This is an optimization exercise on Yosys and OpenROAD, whose aim is small area and a short achievable clock period, not a production implementation.
The RTL was checked by simulation tests, not by an equivalence proof against the original design.

Setup of old:
## flt_rank_det
module flt_rank_det (
    input  wire        clk,
    input  wire        rst,
    input  wire        sync,
    input  wire        cfg_rank_en,
    input  wire [4:0]  cfg_win,
    input  wire [4:0]  cfg_k,
    input  wire        cfg_suppress,
    input  wire [15:0] cfg_settle_base,
    input  wire [4:0]  cfg_pk_log2,
    input  wire [4:0]  cfg_rms_log2,
    input  wire [3:0]  cfg_atk,
    input  wire [3:0]  cfg_dcy,
    input  wire        in_valid,
    input  wire [15:0] in_data,
    output reg         out_valid,
    output reg  [15:0] out_data,
    output reg         out_settling,
    output reg         env_valid,
    output wire [15:0] env,
    output reg         env_ok,
    output reg         pk_valid,
    output wire [15:0] pk,
    output reg         pk_ok,
    output reg         rms_valid,
    output wire [15:0] rms,
    output reg         rms_ok
);
Size in the first run: roughly 5300 cells after synthesis, roughly 0.042 mm2 of cells after synthesis.
Settings: LEC_CHECK=0, ABC_AREA=1, CAP_MARGIN=20, CORE_MARGIN=2, CORE_UTILIZATION=58, CTS_CLUSTER_DIAMETER=60, CTS_CLUSTER_SIZE=30, SLEW_MARGIN=20; clock period 15.0 ns.
standard.sh (not shown) runs the stock make flow with config.mk's settings and CLKGATE_MAP_FILE= SYNTH_SCRIPT=/design/flow/synth_recipe.tcl, a recipe that flattens the netlist after the stock synthesis.
==> flow/flow/run.sh <==
#!/bin/bash
# Standard synthesis, then the standard ORFS layout steps with:
# - port buffers of a plain buffer cell (buf_2) rather than the default,
set -euo pipefail
bash standard.sh synth > synth.log 2>&1
bash standard.sh SETUP_SLACK_MARGIN=10.75 TNS_END_PERCENT=100 \
    "BUFFER_PORTS_ARGS=-buffer_cell sky130_fd_sc_hd__buf_2" finish > layout.log 2>&1
old: PASS, flow complete, no timing, DRC or antenna violations
### old -> new
diff --git a/flow/design.v b/flow/design.v
--- a/flow/design.v
+++ b/flow/design.v
@@ -13,26 +13,26 @@
     input  wire [3:0]  cfg_dcy,
     input  wire        in_valid,
     input  wire [15:0] in_data,
     output reg         out_valid,
     output reg  [15:0] out_data,
     output reg         out_settling,
     output reg         env_valid,
     output wire [15:0] env,
     output reg         env_ok,
     output reg         pk_valid,
     output wire [15:0] pk,
-    output reg         pk_ok,
+    output wire        pk_ok,
     output reg         rms_valid,
     output wire [15:0] rms,
-    output reg         rms_ok
+    output wire        rms_ok
 );
     integer i;
     wire restart = rst | sync;
     wire [3:0] win_i = cfg_win[4] ? 4'd15 :
                        (cfg_win < 5'd3) ? 4'd3 :
                        cfg_win[0] ? cfg_win[3:0] : cfg_win[3:0] - 4'd1;
     wire [4:0] pk_i  = (cfg_pk_log2 < 5'd4) ? 5'd4 :
                        (cfg_pk_log2 > 5'd16) ? 5'd16 : cfg_pk_log2;
     wire [4:0] rms_i = (cfg_rms_log2 < 5'd4) ? 5'd4 :
                        (cfg_rms_log2 > 5'd16) ? 5'd16 : cfg_rms_log2;
     reg        c_rank_en;
@@ -210,30 +210,28 @@
         end
     endfunction
     reg  [30:0] e_b;
     wire [30:0] xb      = {mag, 1'b1, 15'd0};
     wire        rising  = gt16({mag, 1'b1}, e_b[30:15]);
     wire signed [31:0] env_d = $signed({1'b0, xb}) - $signed({1'b0, e_b});
     wire signed [31:0] st_a = env_d >>> c_atk;
     wire signed [31:0] st_d = env_d >>> c_dcy;
     wire [30:0] e_a     = e_b + st_a[30:0];
     wire [30:0] e_d     = e_b + st_d[30:0];
     wire [30:0] e_next  = rising ? e_a : e_d;
-    reg  [14:0] env_r;
-    reg         env_up;       
-    reg         env_ok_p;
-    assign env = {1'b0, env_r};
+    assign env = {1'b0, e_b[30:16]};
     reg  [14:0] pk_acc;
     reg         pk_bok;
     reg         pk_first;
     assign pk    = {1'b0, pk_acc};
+    assign pk_ok = pk_bok;
     reg  [22:0] s_lo;
     reg  [8:0]  s_mid;
     reg  [13:0] s_hi;
     reg         s_c1, s_c2;
     reg         rms_bok;
     reg         rms_first;
     reg         rms_more;     
     reg         sq_ld;
     wire [45:0] acc_m = {rms_more ? {s_hi, s_mid} : 23'd0,
                          rms_first ? 23'd0 : s_lo};
     wire        acc_c1 = rms_more & s_c1;
@@ -686,37 +684,33 @@
     assign tc222 = (tc166 & ts167) | (tc166 & acc_m[28]) | (ts167 & acc_m[28]);
     wire ts223;
     wire tc224;
     assign ts223 = tc168 ^ acc_m[29];
     assign tc224 = tc168 & acc_m[29];
     assign tr_s = {acc_m[45], acc_m[44], acc_m[43], acc_m[42], acc_m[41], acc_m[40], acc_m[39], acc_m[38], acc_m[37], acc_m[36], acc_m[35], acc_m[34], acc_m[33], acc_m[32], acc_m[31], tc224, tc222, tc220, tc218, tc216, tc214, tc212, tc210, tc208, tc206, tc204, tc202, tc200, tc198, tc196, tc194, tc192, tc190, tc188, tc186, tc184, tc182, tc180, tc178, tc176, tc174, tc172, tc170, ts169, acc_m[1], msq[0]};
     assign tr_c = {1'b0, 1'b0, 1'b0, 1'b0, 1'b0, 1'b0, 1'b0, 1'b0, 1'b0, 1'b0, 1'b0, 1'b0, 1'b0, acc_c2, 1'b0, acc_m[30], ts223, ts221, ts219, ts217, ts215, ts213, ts211, ts209, ts207, ts205, ts203, ts201, ts199, ts197, ts195, ts193, ts191, ts189, ts187, ts185, ts183, ts181, ts179, ts177, ts175, ts173, ts171, acc_m[2], 1'b0, acc_m[0]};
     always @(posedge clk) begin
         {s_c1, s_lo}  <= {1'b0, tr_s[22:0]} + {1'b0, tr_c[22:0]};
         {s_c2, s_mid} <= {1'b0, tr_s[31:23]} + {1'b0, tr_c[31:23]};
         s_hi          <= tr_s[45:32] + tr_c[45:32];
-        env_up    <= dv & ~r1;
-        env_valid <= env_up & ~r1 & ~restart;
-        env_r     <= e_b[30:16];
-        env_ok_p  <= dv & !d_settling;
-        env_ok    <= env_ok_p;
+        env_valid <= dv & ~r1 & ~restart;
         pk_valid  <= dv & d_pklast & ~r1 & ~restart;
-        pk_ok     <= dv & d_pklast & (pk_first ? !d_settling : pk_bok);
         sq_ld     <= dv & d_rmslast & ~r1;
         if (r1) begin
             e_b       <= 31'h0000_8000;
             pk_first  <= 1'b1;
             rms_first <= 1'b1;
             rms_more  <= 1'b0;
         end else if (dv) begin
             e_b       <= e_next;
+            env_ok    <= !d_settling;
             pk_first  <= d_pklast;
             rms_first <= d_rmslast;
             rms_more  <= !d_rmslast;
             if (pk_first || mag > pk_acc)
                 pk_acc <= mag;
             if (pk_first)
                 pk_bok <= !d_settling;
             if (rms_first)
                 rms_bok <= !d_settling;
         end
     end
@@ -738,25 +732,25 @@
     reg  [43:0] sq_op;
     reg  [15:0] sq_root;
     reg  [15:0] sq_rem;
     reg  [4:0]  sq_cnt;
     reg         sq_ok;
     wire [17:0] sq_rem_t = {sq_rem, sq_op[43:42]};
     wire [17:0] sq_trial = {sq_root, 2'b01};
     wire [18:0] sq_diff  = {1'b0, sq_rem_t} - {1'b0, sq_trial};
     wire        sq_take  = !sq_diff[18];
     wire        sq_take0 = sq_a[43] | sq_a[42];
     assign rms    = sq_root;
+    assign rms_ok = sq_ok;
     always @(posedge clk) begin
         rms_valid <= (sq_cnt == 5'd1) & ~r1 & ~restart;
-        rms_ok    <= (sq_cnt == 5'd1) & sq_ok;
         if (r1) begin
             sq_cnt <= 5'd0;
         end else if (sq_ld) begin
             sq_cnt <= sq_jm1;
             sq_ok  <= rms_bok;
         end else if (sq_cnt != 5'd0) begin
             sq_cnt <= sq_cnt - 5'd1;
         end
         if (sq_ld) begin
             sq_op   <= {sq_a[41:0], 2'b00};
             sq_root <= {15'd0, sq_take0};
### Flow results
- new was carried through to the last stage, and its layout satisfied the timing, DRC and antenna checks.
- On final-layout non-clock buffer area share: between new and old, it ends up lower for new.
- new ended with less count of non-CTS buffers in the layout than old.
- Delta (new minus old): hold slack closely matched the old numbers, cell count decreased by 89 relative to the old numbers, layout overhead on the synthesized area decreased by 2.2 points relative to the old numbers.
- Against old, the final cell area of new is lower.

[static timing again, ports no longer ideal]
How much do the figures lean on ideal ports? The routed layouts below were timed once more, with nothing changed but the port constraints.
Step 1 (the two cells are an assumption about what drives the block):
set clk [get_ports {clk}]
set_driving_cell -lib_cell sky130_fd_sc_hd__clkbuf_16 $clk
set_driving_cell -lib_cell sky130_fd_sc_hd__buf_2 [delete_from_list [all_inputs] $clk]
Step 2, shift: input delay + t, output delay - t, t = (earliest + latest rising clock arrival at the registers) / 2. This alone moves slack from input paths to output paths.
a / b / c = ideal / step 1 / step 2; a / b = the first two.
| run | t (ns) | setup slack, ns | pins driven straight from the clock port |
|---|---|---|---|
| old | 0.726 | 10.602 / 10.602 / 10.273 | 1 |
| new | 0.713 | 10.685 / 10.685 / 10.525 | 1 |
After both steps every run listed still meets setup and hold. For old, which loses most, drivers alone change the setup slack by 0.000 ns; drivers and shift together by -0.329 ns.
